Source: an optimization exercise on an open RTL-to-GDS flow (aim: small area, a short achievable clock period and few clock cycles per item). Production flows keep margins and buffers that such runs may drop.
At most, simulation tests tie the RTL to the original design; equivalence was not proved.

==> inputs of branch lagoon <==
==> flow/design.v (excerpt) <==
module kw_unwrap (
    input  wire         clk,
    input  wire         rst,
    input  wire         req_valid,
    output wire         req_ready,
    input  wire         req_kek,
    input  wire         req_long,
    input  wire [319:0] req_data,
    output wire         resp_valid,
    input  wire         resp_ready,
    output wire [255:0] resp_key,
    output wire         resp_ok
);
export LEC_CHECK = 0
export CAP_MARGIN = 40
export CELL_PAD_IN_SITES_DETAIL_PLACEMENT = 1
export CELL_PAD_IN_SITES_GLOBAL_PLACEMENT = 2
export CORE_MARGIN = 2
export CORE_UTILIZATION = 36
export CTS_CLUSTER_DIAMETER = 80
export CTS_CLUSTER_SIZE = 22
export PLACE_DENSITY = 0.56
export SLEW_MARGIN = 40
export SYNTH_HIERARCHICAL = 1
create_clock -name core_clock -period 12.0 [get_ports {clk}]
standard.sh (not shown) runs the stock make flow with config.mk's settings and CLKGATE_MAP_FILE= SYNTH_SCRIPT=/design/flow/synth_recipe.tcl, a recipe that flattens the netlist after the stock synthesis.
==> flow/flow/run.sh <==
#!/bin/bash
set -euo pipefail
MARGIN=${MARGIN:-8}
bash standard.sh SETUP_SLACK_MARGIN=$MARGIN "BUFFER_PORTS_ARGS=-buffer_cell sky130_fd_sc_hd__buf_2" finish > make_finish.log 2>&1
==> inputs of branch fjord, as changes to branch lagoon <==
--- a/flow/config.mk
+++ b/flow/config.mk
@@ -5,13 +5,13 @@
 export SDC_FILE = /design/flow/constraint.sdc
 export NUM_CORES = 8
 export LEC_CHECK = 0
 export CAP_MARGIN = 40
 export CELL_PAD_IN_SITES_DETAIL_PLACEMENT = 1
 export CELL_PAD_IN_SITES_GLOBAL_PLACEMENT = 2
 export CORE_MARGIN = 2
-export CORE_UTILIZATION = 36
+export CORE_UTILIZATION = 30
 export CTS_CLUSTER_DIAMETER = 80
 export CTS_CLUSTER_SIZE = 22
-export PLACE_DENSITY = 0.56
+export PLACE_DENSITY = 0.5
 export SLEW_MARGIN = 40
 export SYNTH_HIERARCHICAL = 1
==> inputs of branch willow, as changes to branch lagoon <==
--- a/flow/design.v
+++ b/flow/design.v
@@ -1013,16 +1013,16 @@
                     kph_n  = 1'b0;
                     kidx_n = 6'd8;
                 end else if (!ph) begin
                     m_n = bnd ? 4'd13 : m - 4'd1;
                 end
             end
             G_KEXP: begin
-                kph_n = ~kph;
-                if (kph) begin
+                kph_n = ~kph && !k_id;
+                if (kph || k_id) begin
                     kidx_n = kidx + 6'd1;
                     if (kidx == 6'd59)
                         gst_n = G_KDONE;
                 end
             end
             default: begin
                 gst_n = G_RUN;
@@ -1109,26 +1109,26 @@
         long_q   <= req_long;
         rdy      <= rdy_n;
     end
     always @(posedge clk) begin
         ks <= ks_next;
         if (kek_d)
             kwin <= {req_data[127:0], req_data[255:128]};
-        else if (kfwd && kph)
+        else if (kfwd && (kph || k_id))
             kwin <= kfwd_next;
         else if (grun && !ph)
             kwin <= bnd ? klast : kbwd_next;
         if (gst == G_KDONE)
             klast <= {kwin[127:0], kwin[255:128]};
         if (kek_d) begin
             k_rot  <= 1'b1;
             k_id   <= 1'b0;
             k_rcon <= 8'h01;
         end else if (kfwd) begin
-            if (kph) begin
+            if (kph || k_id) begin
                 k_rot  <= (kidx_n[2:0] == 3'd0);
                 k_id   <= (kidx_n[1:0] != 2'd0);
                 k_rcon <= (kidx_n[2:0] == 3'd0) ? rcon_of(kidx_n[5:3]) : 8'h00;
             end
         end else if (!grun || !ph) begin
             k_rot  <= m_n[0];
             k_id   <= 1'b0;
==> flow_summary.yaml <==
outcome:
  outcome: "finished clean"
route:
  routedLengthMet1_um: 218000
grt:
  track_usage: 0.343
cells_and_area:
  multiInputGateArea_mm2: 0.0537
place:
  dp_slack_ns: 6.70
yosys:
  synthAdderAreaFrac: 0.0106
worst_setup_path:
  max_stage_delay_ns: 0.58
the above is filed under branch lagoon

==> flow_summary.yaml <==
yosys:
  synthArstFlopShare: 0
  synthAdderAreaFrac: 0.0106
  yosysSeqAreaShare: 0.485
route:
  wl_per_cell_um: 34.7
  routedLengthMet1_um: 242000
  drt_iter0_drc: 6985
grt:
  track_usage: 0.304
worst_setup_path:
  max_stage_delay_ns: 0.55
  crit_end: "resp_key[66]"
cells_and_area:
  n_antenna_cell: 36
  multiInputGateArea_mm2: 0.0542
hold_path:
  hold_end: "x1p[19]$_DFF_P_"
clocking:
  cts-resized-gates: 393
timing:
  setup_tns_ns: 0
place:
  dp_slack_ns: 7.09
outcome:
  outcome: "finished clean"
the above is filed under branch fjord

==> flow_summary.yaml <==
outcome:
  outcome: "finished clean"
cells_and_area:
  multiInputGateArea_mm2: 0.0537
  final_core_util: 0.434
place:
  dp_slack_ns: 6.94
worst_setup_path:
  max_stage_delay_ns: 0.78
  critPathSlowestCell: "a21oi_1"
route:
  routedLengthMet1_um: 214000
  drt_wl_total_um: 487000
timing:
  period_minus_slack_ns: 4.09
the above is filed under branch willow

Testbench counts of branch lagoon, summed over its fixed seeds: cycles 65,898, items 256.
Testbench counts of branch fjord, summed over its fixed seeds: cycles 65,898, items 256.
Testbench counts of branch willow, summed over its fixed seeds: cycles 65,598, items 256.

==> inputs of 06-17 <==
Another version of the RTL of kw_unwrap (not shown whole).
==> flow/config.mk <==
export PLATFORM = sky130hd
export DESIGN_NAME = kw_unwrap
export DESIGN_NICKNAME = kw_unwrap
export VERILOG_FILES = /design/flow/design.v
export SDC_FILE = /design/flow/constraint.sdc
export NUM_CORES = 8
export LEC_CHECK = 0
export CAP_MARGIN = 40
export CELL_PAD_IN_SITES_DETAIL_PLACEMENT = 1
export CELL_PAD_IN_SITES_GLOBAL_PLACEMENT = 2
export CORE_MARGIN = 2
export CORE_UTILIZATION = 30
export PLACE_DENSITY = 0.5
export SETUP_SLACK_MARGIN = 5
export SLEW_MARGIN = 40
export SYNTH_HIERARCHICAL = 1
==> flow/constraint.sdc <==
create_clock -name core_clock -period 12.0 [get_ports {clk}]
set_input_delay 2.4000 -clock core_clock [delete_from_list [all_inputs] [get_ports {clk}]]
set_output_delay 2.4000 -clock core_clock [all_outputs]
set_load 0.01 [all_outputs]
run.sh (not shown) runs the stock make flow with config.mk's settings and CLKGATE_MAP_FILE= SYNTH_SCRIPT=/design/flow/synth_recipe.tcl, a recipe that flattens the netlist after the stock synthesis.
Stock flow here: none of the scripts above is used.
==> 06-26 (differences from 06-17) <==
- CAP_MARGIN: 40 -> 20
- SETUP_SLACK_MARGIN: 5 -> default
- SLEW_MARGIN: 40 -> 20
==> comparison <==
In final cell count, 06-17 and 06-26 hardly differ. Against 06-17, the global-route usage of 06-26 is lower by 0.16 points. Of 06-26 and 06-17, 06-26 has the higher first-iteration DRC count (gap 0.27%, measured against 06-17). Sequential cell count is the same in 06-26 and 06-17. Utilization is about the same in 06-26 and 06-17. Of 06-26 and 06-17, 06-17 has the higher via count (gap 0.29%, measured against 06-17). Synthesized cell count is the same in 06-26 and 06-17.
==> figures <==
quantity	06-26	06-17
Outcome	no timing/DRC/antenna violations	no timing/DRC/antenna violations
Met3 usage in global routing	2.41%	2.67%
Clock-cell share of area	6.52%	6.01%
Number of placed instances with taps included	15100	15100
Hold path startpoint	kidx[1]$_DFF_P_	tc[1][1]$_DFF_P_
Worst Max-Slew Pin Slew	1.25 ns	0.979 ns
Core Util, Final	34.6%	34.5%
Maximum clock frequency	146 MHz	151 MHz
Met1 wire length	229000 um	229000 um
Crit path to	ks[36]$_DFF_P_	ks[0]$_DFF_P_
Inserted Clock Buffers	229	225
Drt total wl	529000 um	532000 um
Data required time at the worst endpoint	12.76 ns	12.77 ns
Footprint of the flip-flops and latches	48800 um^2	48800 um^2
Share of cell area taken by flip-flops and latches	39.7%	39.7%
CP Depth	15	16
Clock Skews	0.100 ns	0.0567 ns
Met1 Usage GRT	36.4%	36.7%
No run of this note included a check of the RTL's function; only the layout flow was run.

==> inputs of trial 40 <==
kw_unwrap, a different RTL version from the one above (not shown whole).
clock: 12.0 ns
lec_check: 0
cap_margin: 40
cell_pad_in_sites_detail_placement: 1
cell_pad_in_sites_global_placement: 2
core_margin: 2
core_utilization: 30
place_density: 0.5
slew_margin: 40
synth_hierarchical: 1
standard.sh (not shown) runs the stock make flow with config.mk's settings and CLKGATE_MAP_FILE= SYNTH_SCRIPT=/design/flow/synth_recipe.tcl, a recipe that flattens the netlist after the stock synthesis.
==> flow/flow/run.sh <==
#!/bin/bash
set -euo pipefail
MARGIN=${MARGIN:-8}
bash standard.sh SETUP_SLACK_MARGIN=$MARGIN finish > make_finish.log 2>&1
==> inputs of trial 20, as changes to trial 40 <==
--- a/flow/design.v
+++ b/flow/design.v
@@ -998,14 +998,18 @@
     reg  [63:0]  x4 [0:1];
     reg  [4:0]   tc [0:1];   
     reg          lng  [0:1];
     reg          run  [0:1];   
     reg          park [0:1];   
     reg          okc  [0:1];
     reg          old;        
+    reg  [127:0] sbuf;
+    reg          sok;
+    reg          sv;         
+    reg          spre;       
     reg  [255:0] out_key;
     reg          out_ok, out_pend, out_valid;
     reg          out_free;   
     wire [127:0] rk   = kwin[255:128];
     wire [127:0] rk14 = klast[127:0];
     wire         grun = (gst == G_RUN);
     wire         cb   = ~ph;                  
@@ -1060,19 +1064,22 @@
     endgenerate
     wire [63:0] b_hi = ark[127:64];
     wire [63:0] b_lo = ark[63:0];
     wire        b_ok = (b_hi == IV);
     wire        bnd_b      = grun && bnd;     
     wire        run_b      = run[cb];
     wire        last_b     = (tc[cb] == 5'd1);
-    wire        fin_direct = bnd_b && run_b && last_b && (old == cb) && out_free;
-    wire        fin_park   = bnd_b && run_b && last_b && !fin_direct;
+    wire        s_first    = sv && !spre;     
+    wire        sout       = s_first && out_free;
+    wire        fin_direct = bnd_b && run_b && last_b && (old == cb) && out_free && !s_first;
+    wire        sfill      = bnd_b && run_b && last_b && !fin_direct && !lng[cb] && !sv;
+    wire        fin_park   = bnd_b && run_b && last_b && !fin_direct && !sfill;
     wire        cont       = bnd_b && run_b && !last_b;
-    wire        unpark0    = park[0] && !old && out_free;
-    wire        unpark1    = park[1] &&  old && out_free;
+    wire        unpark0    = park[0] && !old && out_free && !s_first;
+    wire        unpark1    = park[1] &&  old && out_free && !s_first;
     wire        acc        = rdy && !kek_q && req_valid;
     wire        kek_acc    = rdy &&  kek_q && req_valid;
     wire        acc_d      = rdy && !kek_q;
     wire        kek_d      = rdy &&  kek_q;
     wire        has_o      = cb ? (run[0] || park[0]) : (run[1] || park[1]);
     wire [63:0]  head      = lng[cb] ? x1[cb] : x3[cb];
     wire [4:0]   t_nx      = tc[cb] - 5'd1;
@@ -1083,15 +1090,15 @@
     reg  [1:0]  gst_n;
     reg         ph_n, kph_n;
     reg  [3:0]  m_n;
     reg  [5:0]  kidx_n;
     reg         run_n [0:1];
     reg         park_n [0:1];
     reg  [4:0]  tc_n [0:1];
-    reg         old_n;
+    reg         old_n, sv_n, spre_n;
     integer     c;
     always @(*) begin
         gst_n  = gst;
         ph_n   = ph;
         m_n    = m;
         kph_n  = kph;
         kidx_n = kidx;
@@ -1145,34 +1152,49 @@
             old_n = cb;
         else if (fin_direct)
             old_n = ~cb;
         else if (unpark0)
             old_n = 1'b1;
         else if (unpark1)
             old_n = 1'b0;
+        else if (sfill && old == cb)
+            old_n = ~cb;
+        sv_n   = sv;
+        spre_n = spre;
+        if (sfill) begin
+            sv_n   = 1'b1;
+            spre_n = (old != cb);
+        end else if (sout) begin
+            sv_n   = 1'b0;
+        end
+        if (fin_direct || unpark0 || unpark1)
+            spre_n = 1'b0;
+        if (rst)
+            sv_n = 1'b0;
         if (rst) begin
             gst_n     = G_RUN;
             ph_n      = 1'b1;
             m_n       = 4'd0;
             run_n[0]  = 1'b0;
             run_n[1]  = 1'b0;
             park_n[0] = 1'b0;
             park_n[1] = 1'b0;
         end
     end
-    wire out_pend_n  = !rst && (fin_direct || unpark0 || unpark1);
+    wire out_pend_n  = !rst && (fin_direct || unpark0 || unpark1 || sout);
     wire out_valid_n = !rst && (out_pend || (out_valid && !resp_ready));
     wire out_free_n  = !(out_pend_n || out_pend || out_valid);
     wire v_q_n       = !rst && req_valid && !rdy;
     wire cb_n     = ~ph_n;
     wire grun_n   = (gst_n == G_RUN);
     wire bnd_n    = grun_n && (m_n == 4'd0);
-    wire old_is_n = (old_n == cb_n);
+    wire old_is_n = (old_n == cb_n) && !(sv_n && !spre_n);
+    wire last_n   = bnd_n && run_n[cb_n] && (tc_n[cb_n] == 5'd1);
     wire free_n   = (!run_n[cb_n] && (!park_n[cb_n] || (old_is_n && out_free_n))) ||
-                    (bnd_n && run_n[cb_n] && (tc_n[cb_n] == 5'd1) && old_is_n && out_free_n);
+                    (last_n && ((old_is_n && out_free_n) || (!lng[cb_n] && !sv_n)));
     wire rdy_n    = !rst && v_q_n && grun_n &&
                     (req_kek ? (!run_n[0] && !park_n[0] && !run_n[1] && !park_n[1])
                              : (bnd_n && free_n));
     always @(posedge clk) begin
         gst      <= gst_n;
         ph       <= ph_n;
         m        <= m_n;
@@ -1181,14 +1203,16 @@
         run[0]   <= run_n[0];
         run[1]   <= run_n[1];
         park[0]  <= park_n[0];
         park[1]  <= park_n[1];
         tc[0]    <= tc_n[0];
         tc[1]    <= tc_n[1];
         old      <= old_n;
+        sv       <= sv_n;
+        spre     <= spre_n;
         out_pend  <= out_pend_n;
         out_valid <= out_valid_n;
         out_free  <= out_free_n;
         v_q      <= v_q_n;
         kek_q    <= req_kek;
         long_q   <= req_long;
         rdy      <= rdy_n;
@@ -1222,14 +1246,20 @@
     always @(posedge clk) begin
         sb <= sb_next;
         if (!bnd)
             sa <= imc;
         else
             sa <= blk_raw ^ rk14;
     end
+    always @(posedge clk) begin
+        if (sfill) begin
+            sbuf <= {b_lo, x3[cb]};
+            sok  <= b_ok;
+        end
+    end
     generate
         for (g = 0; g < 2; g = g + 1) begin : g_ctx
             wire here = (cb == g);
             always @(posedge clk) begin
                 if (here && cont) begin
                     x3[g] <= b_lo;
                     if (lng[g]) begin
@@ -1255,14 +1285,17 @@
             out_ok  <= b_ok;
         end else if (unpark0) begin
             out_key <= {x4[0], x3[0], x2[0], x1[0]};
             out_ok  <= okc[0];
         end else if (unpark1) begin
             out_key <= {x4[1], x3[1], x2[1], x1[1]};
             out_ok  <= okc[1];
+        end else if (sout) begin
+            out_key <= {sbuf, 128'd0};
+            out_ok  <= sok;
         end else if (out_pend && !out_ok) begin
             out_key <= 256'd0;
         end
     end
     assign req_ready  = rdy;
     assign resp_valid = out_valid;
     assign resp_ok    = out_ok;
==> comparison <==
Global-route usage: trial 20 is higher than trial 40 (2.0 points). Of trial 20 and trial 40, trial 40 has the higher maximum frequency (gap 6.6%, measured against trial 40). Core utilization is about the same in trial 40 and trial 20. In trial 40 the synthesized cell count is lower than in trial 20, by about 3.3%.
==> figures <==
metric                                                   trial 40              trial 20
Status                                             finished clean        finished clean
Final wirelength                                        542400 µm             606700 µm
Cell count of the worst reg-to-reg path                        12                    13
Period utilisation layout                                  0.3407                0.3647
Total global routing track utilization                     0.2800                0.2999
Proportion of cell area occupied by registers              0.3772                0.3893
DRT iter0 DRCs                                               7260                  8169
Hold EP                                          out_free$_DFF_P_  klast[251]$_DFFE_PN_
Synthesized netlist cell count                              10930                 11310
Number of vias per cell after detailed routing              5.021                 5.135
Fraction of synthesized area in multiplexers              0.04531               0.04907
Fraction of area in clock buffers and inverters           0.05923               0.05772
No run of this note included a check of the RTL's function; only the layout flow was run.

==> afterwards: timing with drivers on the ports <==
The flow's constraints put no driver on any port. The routed layouts listed below were extracted and timed again, unchanged, in two steps.
Step 1 assumes that a clkbuf_16 drives the clock port and a buf_2 every other input.
Step 2 times the ports against the registers' clock, not the clock port: input delays grow and output delays shrink by t, the midpoint of the rising clock arrivals with the driver on.
Slacks: ideal / step 1 / step 2; pairs: ideal / step 1.
| run | t (ns) | setup WS [ns] | worst setup path after step 2 | clock arrival spread, ns | cell pins on the clock port's net |
|---|---|---|---|---|---|
| branch lagoon | 0.926 | 7.988 / 7.875 / 7.242 | input to register | 0.035 / 0.035 | 1 |
| branch fjord | 0.981 | 7.943 / 7.830 / 7.310 | input to register | 0.078 / 0.078 | 1 |
| branch willow | 0.957 | 7.907 / 7.907 / 7.288 | input to register | 0.051 / 0.052 | 1 |
| 06-17 | 1.039 | 5.378 / 5.378 / 5.329 | input to register | 0.064 / 0.064 | 1 |
| 06-26 | 1.042 | 5.154 / 5.154 / 5.154 | register to register | 0.107 / 0.108 | 1 |
| trial 40 | 1.055 | 7.912 / 7.788 / 7.213 | input to register | 0.069 / 0.069 | 1 |
| trial 20 | 1.054 | 7.623 / 7.507 / 7.131 | input to register | 0.082 / 0.081 | 1 |
After both steps setup and hold are still met in every run listed. The setup slack of branch lagoon, which loses most, moves by -0.113 ns with the drivers and by -0.746 ns with both steps.
